This design comes from an exercise in tuning for small area, a short achievable clock period and few clock cycles per item on the open sky130 flow, not from production work.
Only simulation tests tie the RTL to the original design; equivalence was not proved.
No activity file was given, so power comes from the tool's default toggle rates.

== juniper ==
==> flow/design.v (excerpt) <==
module slot_merge_unit (
    input  wire        clk,
    input  wire        rst,
    input  wire        in_valid,
    output wire        in_ready,
    input  wire        in_first,
    input  wire        in_last,
    input  wire [63:0] in_v,
    input  wire        in_t,
    input  wire        in_f,
    input  wire [1:0]  in_lane,
    input  wire [2:0]  in_action,
    input  wire [3:0]  in_op,
    input  wire [5:0]  in_ofs,
    input  wire [5:0]  in_width_m1,
    input  wire        in_bad,
    input  wire        in_bad_policy,
    input  wire [63:0] in_x,
    output reg         out_valid,
    input  wire        out_ready,
    output reg  [63:0] out_v,
    output reg         out_t,
    output reg         out_f,
    output reg         out_collide,
    output reg         out_invalid,
    output reg         out_saturated,
    output reg  [3:0]  out_skipped
);
Size in the first run: ~2,300 cells after synthesis, about 310 flip-flops, about 230 I/O pins, roughly 22,000 sq um of cells after synthesis.
==> flow/config.mk <==
export PLATFORM = sky130hd
export DESIGN_NAME = slot_merge_unit
export DESIGN_NICKNAME = slot_merge_unit
export VERILOG_FILES = /design/flow/design.v
export SDC_FILE = /design/flow/constraint.sdc
export NUM_CORES = 8
export LEC_CHECK = 0
export CAP_MARGIN = 20
export CORE_MARGIN = 2
export CORE_UTILIZATION = 40
export SETUP_SLACK_MARGIN = 2.0
export SLEW_MARGIN = 30
==> flow/constraint.sdc <==
create_clock -name core_clock -period 22.0 [get_ports {clk}]
set_input_delay 4.4000 -clock core_clock [delete_from_list [all_inputs] [get_ports {clk}]]
set_output_delay 4.4000 -clock core_clock [all_outputs]
set_load 0.01 [all_outputs]
standard.sh (not shown) runs the stock make flow with config.mk's settings and CLKGATE_MAP_FILE= SYNTH_SCRIPT=/design/flow/synth_recipe.tcl, a recipe that flattens the netlist after the stock synthesis.
==> flow/flow/run.sh <==
#!/bin/bash
# Standard synthesis, then the standard layout with these changes: ORFS's
# timing repair aims for a larger setup margin, the port buffers are buf_1,
# and clock tree synthesis clusters up to 20 registers per leaf buffer and
# inserts no dummy loads. The clock period and all constraints are unchanged.
set -euo pipefail
bash standard.sh synth > synth.log 2>&1
sed "s/SETUP_SLACK_MARGIN=[0-9.]*/SETUP_SLACK_MARGIN=16.5 'BUFFER_PORTS_ARGS=-buffer_cell sky130_fd_sc_hd__buf_1' 'CTS_ARGS=-sink_clustering_enable -repair_clock_nets -dont_use_dummy_load -sink_clustering_size 20 -sink_clustering_max_diameter 300'/" standard.sh > layout.sh
bash layout.sh > layout.log 2>&1
Testbench counts of juniper, summed over its fixed seeds: cycles 50,915, slots 12,000.
Edits applied to the flow inputs when going from juniper to indigo:
==> flow/flow/run.sh <==
#!/bin/bash
# Standard synthesis, then the standard layout with three changes: ORFS's
# timing repair aims for a larger setup margin, the port buffers are buf_1,
# and clock tree synthesis inserts no dummy loads. The clock period and all
# constraints are unchanged.
set -euo pipefail
bash standard.sh synth > synth.log 2>&1
sed "s/SETUP_SLACK_MARGIN=[0-9.]*/SETUP_SLACK_MARGIN=16.5 'BUFFER_PORTS_ARGS=-buffer_cell sky130_fd_sc_hd__buf_1' 'CTS_ARGS=-sink_clustering_enable -repair_clock_nets -dont_use_dummy_load'/" standard.sh > layout.sh
bash layout.sh > layout.log 2>&1
diff --git a/flow/config.mk b/flow/config.mk
--- a/flow/config.mk
+++ b/flow/config.mk
@@ -11,2 +11,2 @@
 export SETUP_SLACK_MARGIN = 2.0
-export SLEW_MARGIN = 30
+export SLEW_MARGIN = 40
--- outcome ---
- Fraction of standard cell area in multi-input logic in indigo is 0.96 points lower than in juniper
- Per the final summary, indigo finished and its layout is clean on timing, DRC and antenna.
- Total power of the final layout, juniper and indigo, lower one = juniper.
- First-pass GRT wire length, indigo vs juniper: up slightly
What violet does differently from indigo at the input level:
==> flow/flow/run.sh <==
#!/bin/bash
# Standard synthesis, then the standard layout with these changes: ORFS's
# timing repair aims for a larger setup margin, the port buffers are buf_1,
# and clock tree synthesis clusters up to 20 registers per leaf buffer and
# inserts no dummy loads. The clock period and all constraints are unchanged.
set -euo pipefail
bash standard.sh synth > synth.log 2>&1
sed "s/SETUP_SLACK_MARGIN=[0-9.]*/SETUP_SLACK_MARGIN=16.3 'BUFFER_PORTS_ARGS=-buffer_cell sky130_fd_sc_hd__buf_1' 'CTS_ARGS=-sink_clustering_enable -repair_clock_nets -dont_use_dummy_load -sink_clustering_size 20 -sink_clustering_max_diameter 300'/" standard.sh > layout.sh
bash layout.sh > layout.log 2>&1
diff --git a/flow/config.mk b/flow/config.mk
--- a/flow/config.mk
+++ b/flow/config.mk
@@ -11,2 +11,2 @@
 export SETUP_SLACK_MARGIN = 2.0
-export SLEW_MARGIN = 40
+export SLEW_MARGIN = 30
Findings:
- The run with more setup slack is indigo; violet has less.
- Critical path class: reg -> out -> indigo, reg -> reg -> violet
- Diff indigo -> violet: sequential fraction of total cell area picked up an extra 1.2 points, minimum period implied by the final worst setup slack rose 0.042 ns, maximum resistive drop on vdd climbed 0.0080 mV.
- Relative to indigo, total routing resource utilization after global routing has gone down in violet.
The inputs of nickel differ from those of violet as listed below.
==> flow/flow/run.sh <==
#!/bin/bash
# Standard synthesis, then the standard layout with these changes: ORFS's
# timing repair aims for a larger setup margin, the port buffers are buf_1,
# and clock tree synthesis clusters up to 20 registers per leaf buffer and
# inserts no dummy loads. The clock period and all constraints are unchanged.
set -euo pipefail
bash standard.sh synth > synth.log 2>&1
sed "s/SETUP_SLACK_MARGIN=[0-9.]*/SETUP_SLACK_MARGIN=16.5 'BUFFER_PORTS_ARGS=-buffer_cell sky130_fd_sc_hd__buf_1' 'CTS_ARGS=-sink_clustering_enable -repair_clock_nets -dont_use_dummy_load -sink_clustering_size 20 -sink_clustering_max_diameter 300'/" standard.sh > layout.sh
bash layout.sh > layout.log 2>&1
diff --git a/flow/config.mk b/flow/config.mk
--- a/flow/config.mk
+++ b/flow/config.mk
@@ -9,4 +9,5 @@
 export CORE_MARGIN = 2
-export CORE_UTILIZATION = 40
+export CORE_UTILIZATION = 50
+export PLACE_DENSITY = 0.65
 export SETUP_SLACK_MARGIN = 2.0
-export SLEW_MARGIN = 30
+export SLEW_MARGIN = 40
Each of the runs, namely nickel and violet, reached the end of the flow and came out clean. nickel vs violet, instance count: nickel lower. nickel ended up with a lower areal power density over the cells than violet did. On nickel: initial core utilization is 10 points higher than what violet gave. Between violet and nickel, the sequential cell power does not differ in any meaningful way. Via total after detailed routing grows by a few percent when moving from violet to nickel.
[inputs] sierra vs nickel
==> flow/flow/run.sh <==
#!/bin/bash
set -euo pipefail
bash standard.sh synth > synth.log 2>&1
sed "s/SETUP_SLACK_MARGIN=[0-9.]*/SETUP_SLACK_MARGIN=16.5 'BUFFER_PORTS_ARGS=-buffer_cell sky130_fd_sc_hd__buf_1' 'CTS_ARGS=-sink_clustering_enable -repair_clock_nets -dont_use_dummy_load'/" standard.sh > layout.sh
bash layout.sh > layout.log 2>&1
diff --git a/flow/config.mk b/flow/config.mk
--- a/flow/config.mk
+++ b/flow/config.mk
@@ -9,5 +9,5 @@
 export CORE_MARGIN = 2
-export CORE_UTILIZATION = 50
-export PLACE_DENSITY = 0.65
+export CORE_UTILIZATION = 40
+export PLACE_DENSITY = 0.6
 export SETUP_SLACK_MARGIN = 2.0
-export SLEW_MARGIN = 40
+export SLEW_MARGIN = 20
--- outcome ---
- Comparing nickel and sierra, the lower global-route met3 utilization is on sierra.
- Fraction of area in multi-input gates for sierra: 1.1 points down relative to nickel
- [sierra] worst-case vdd ir drop fell 37% relative to nickel
- Per the comparison of sierra with nickel, number of buffers outside the clock class in the layout shrank by 6; total stage count of the critical path grew by 9; total core area grew by 25%; power drawn by the clock network grew by about 50%.
- nickel vs sierra, first element of the critical path: out_v[27]$_DFFE_PP_ vs lane[1]$_DFFE_PP_
- Combinational power shrinks slightly when moving from nickel to sierra.

* * *

## run 1
slot_merge_unit again, from the RTL that the note above started with.
==> flow/design.v (excerpt) <==
module slot_merge_unit (
    input  wire        clk,
    input  wire        rst,
    input  wire        in_valid,
    output wire        in_ready,
    input  wire        in_first,
    input  wire        in_last,
    input  wire [63:0] in_v,
    input  wire        in_t,
    input  wire        in_f,
    input  wire [1:0]  in_lane,
    input  wire [2:0]  in_action,
    input  wire [3:0]  in_op,
    input  wire [5:0]  in_ofs,
    input  wire [5:0]  in_width_m1,
    input  wire        in_bad,
    input  wire        in_bad_policy,
    input  wire [63:0] in_x,
    output reg         out_valid,
    input  wire        out_ready,
    output reg  [63:0] out_v,
    output reg         out_t,
    output reg         out_f,
    output reg         out_collide,
    output reg         out_invalid,
    output reg         out_saturated,
    output reg  [3:0]  out_skipped
);
    localparam ACT_WRITE = 3'd2, ACT_MERGE = 3'd3;
    wire in_mg  = (in_action == ACT_MERGE);
    wire in_sub = in_mg && ((in_op == 4'h2) || (in_op == 4'h3) || (in_op == 4'h4) || (in_op == 4'h5));
    wire in_cnt = in_mg && (in_op == 4'hA);
    wire [63:0] in_xc = in_cnt ? {63'd0, in_x[0]} : in_x;
    wire [63:0] in_y  = (in_xc << {in_ofs[5:3], 3'b000}) ^ {64{in_sub}};
    reg        rdy_q;
    reg        s1v;
    reg [63:0] sy;
    reg [5:0]  sofs, swm1;
    reg [3:0]  sop;
    reg        swr, smg, ssub, sbad, sbp, sfirst, slast;
    reg [63:0] v0;
    reg        t0, f0;
    reg [1:0]  lane;
    assign in_ready = rdy_q;
    wire take = in_valid && rdy_q;
    always @(posedge clk) begin
        sy     <= in_y;
        sofs   <= in_ofs;
        swm1   <= in_width_m1;
        sop    <= in_op;
        swr    <= (in_action == ACT_WRITE);
        smg    <= in_mg;
        ssub   <= in_sub;
        sbad   <= in_bad;
        sbp    <= in_bad_policy;
        sfirst <= in_first;
  ...
clock: 22.0 ns
lec_check: 0
cap_margin: 20
core_margin: 2
core_utilization: 40
place_density: 0.6
setup_slack_margin: 2.0
slew_margin: 20
==> flow/flow/run.sh <==
#!/bin/bash
set -euo pipefail
bash standard.sh synth > synth.log 2>&1
sed "s/SETUP_SLACK_MARGIN=[0-9.]*/SETUP_SLACK_MARGIN=16.7 'BUFFER_PORTS_ARGS=-buffer_cell sky130_fd_sc_hd__buf_1' 'CTS_ARGS=-sink_clustering_enable -repair_clock_nets -dont_use_dummy_load'/" standard.sh > layout.sh
bash layout.sh > layout.log 2>&1
Testbench counts of run 1, summed over its fixed seeds: cycles 50,915, slots 12,000.
Input changes introduced in run 2 (baseline for comparison: run 1):
- PLACE_DENSITY: 0.6 -> unset
- SLEW_MARGIN: 20 -> 40
==> flow/flow/run.sh <==
#!/bin/bash
# Standard synthesis, then the standard layout with these changes: ORFS's
# timing repair aims for a larger setup margin, the port buffers are buf_1,
# and clock tree synthesis clusters up to 20 registers per leaf buffer and
# inserts no dummy loads. The clock period and all constraints are unchanged.
set -euo pipefail
bash standard.sh synth > synth.log 2>&1
sed "s/SETUP_SLACK_MARGIN=[0-9.]*/SETUP_SLACK_MARGIN=16.5 'BUFFER_PORTS_ARGS=-buffer_cell sky130_fd_sc_hd__buf_1' 'CTS_ARGS=-sink_clustering_enable -repair_clock_nets -dont_use_dummy_load -sink_clustering_size 20 -sink_clustering_max_diameter 300'/" standard.sh > layout.sh
bash layout.sh > layout.log 2>&1
Notes after the runs:
Run 2 finished every step from synthesis to the final layout, and the layout passed the timing, DRC and antenna checks. Run 2 vs. run 1: overall power after layout went down 0.21 mW; depth of the most critical reg-to-reg path down 1; share of cell area taken by flip-flops and latches climbed 2.0 points; global-route usage shrank by 1.1 points. Changes observed in run 2 relative to run 1: minimum clock period picked up an extra 41 ps, multi-input gate share of total cell area picked up an extra 2.3 points. Run 2 vs. run 1: final instance area now smaller, final worst-path setup slack now smaller, number of setup buffers added after CTS now smaller.
Edits applied to the flow inputs when going from run 2 to run 3:
- swapping 40 for 60 in SLEW_MARGIN
==> flow/flow/run.sh <==
#!/bin/bash
set -euo pipefail
bash standard.sh synth > synth.log 2>&1
sed "s/SETUP_SLACK_MARGIN=[0-9.]*/SETUP_SLACK_MARGIN=16.5 'BUFFER_PORTS_ARGS=-buffer_cell sky130_fd_sc_hd__buf_1' 'CTS_ARGS=-sink_clustering_enable -repair_clock_nets -dont_use_dummy_load'/" standard.sh > layout.sh
bash layout.sh > layout.log 2>&1
Notes after the runs:
- Run 3 ran to completion and came out clean on the timing, DRC and antenna checks.
- Share of cell area taken by flip-flops and latches on run 3 is down relative to run 2.
- Status: met2 track utilization from global routing parity (run 3, run 2)
- Wire length on met1, run 3 vs run 2: down slightly
- Diff run 3 and run 2: clock-buffer cell count lower in run 2
- From run 2 to run 3 the numbers moved as follows: design area now larger; number of gates resized after cts now smaller; worst setup slack now larger; final design utilization now larger.
- Run 3 ends up with a number of H-tree branching levels that is 1 higher than in run 2.
Relative to run 3, the following input files were edited for run 4:
- a change of SLEW_MARGIN from 60 to 40
==> flow/flow/run.sh <==
#!/bin/bash
set -euo pipefail
bash standard.sh synth > synth.log 2>&1
sed "s/SETUP_SLACK_MARGIN=[0-9.]*/SETUP_SLACK_MARGIN=16.5 'BUFFER_PORTS_ARGS=-buffer_cell sky130_fd_sc_hd__buf_1' 'CTS_ARGS=-sink_clustering_enable -repair_clock_nets -dont_use_dummy_load -sink_clustering_size 20 -sink_clustering_max_diameter 300'/" standard.sh > layout.sh
bash layout.sh > layout.log 2>&1
==> comparison <==
- From run 3 to run 4 the numbers moved as follows: global-route track usage on met1 now sits at about the same level; number of fill cells now sits higher.
- [compare] base=run 3 new=run 4: clock-pin slew reported for the worst setup and hold paths after clock tree synthesis went up; aggregate negative setup slack comparable; via count has decreased; number of maximum-capacitance constraint violations ~0 delta.
- Setup slack in run 4 is smaller than in run 3.
- Worst hold slack ends up higher on run 3.
- Run 4 ends up with a number of buffers inserted during clock tree synthesis that is 18 lower than in run 3.

-- afterwards: timing with drivers on the ports --
In the flow no input, the clock included, has a driving cell. The finished layouts below were timed again as built, in two steps.
Step 1 sets driving cells, clkbuf_16 on the clock port and buf_2 on the other inputs (assumed; they add their load-dependent delay and slew).
Step 2 adds t to the input delays and takes it off the output delays; t is the mean of the earliest and latest rising clock arrival at the registers after step 1. Input paths then give back, and output paths get back, about the clock's delay inside the block.
Slacks: ideal ports / drivers / drivers and shift; pairs: ideal ports / drivers.
run	t, ns	setup slack, ns	hold slack, ns	slew at the worst register clock pin (ns)	worst data-port slew with drivers (ns)
juniper	0.589	16.463 / 16.405 / 15.991	0.456 / 0.456 / 0.456	0.10 / 0.10	0.06
indigo	0.605	16.472 / 16.415 / 16.002	0.447 / 0.447 / 0.447	0.07 / 0.07	0.08
violet	0.595	16.430 / 16.377 / 15.876	0.453 / 0.453 / 0.453	0.10 / 0.10	0.04
nickel	0.580	16.495 / 16.431 / 15.991	0.456 / 0.456 / 0.456	0.09 / 0.09	0.06
sierra	0.604	16.443 / 16.418 / 15.983	0.454 / 0.454 / 0.454	0.07 / 0.07	0.07
run 1	0.613	16.490 / 16.430 / 15.966	0.442 / 0.442 / 0.442	0.06 / 0.06	0.13
run 2	0.597	16.449 / 16.391 / 16.024	0.452 / 0.452 / 0.452	0.10 / 0.10	0.07
run 3	0.604	16.475 / 16.418 / 16.015	0.456 / 0.456 / 0.456	0.07 / 0.07	0.07
run 4	0.597	16.449 / 16.391 / 16.024	0.452 / 0.452 / 0.452	0.10 / 0.10	0.07
After both steps every run listed still meets setup and hold. For violet, which loses most, drivers alone change the setup slack by -0.053 ns; drivers and shift together by -0.554 ns.
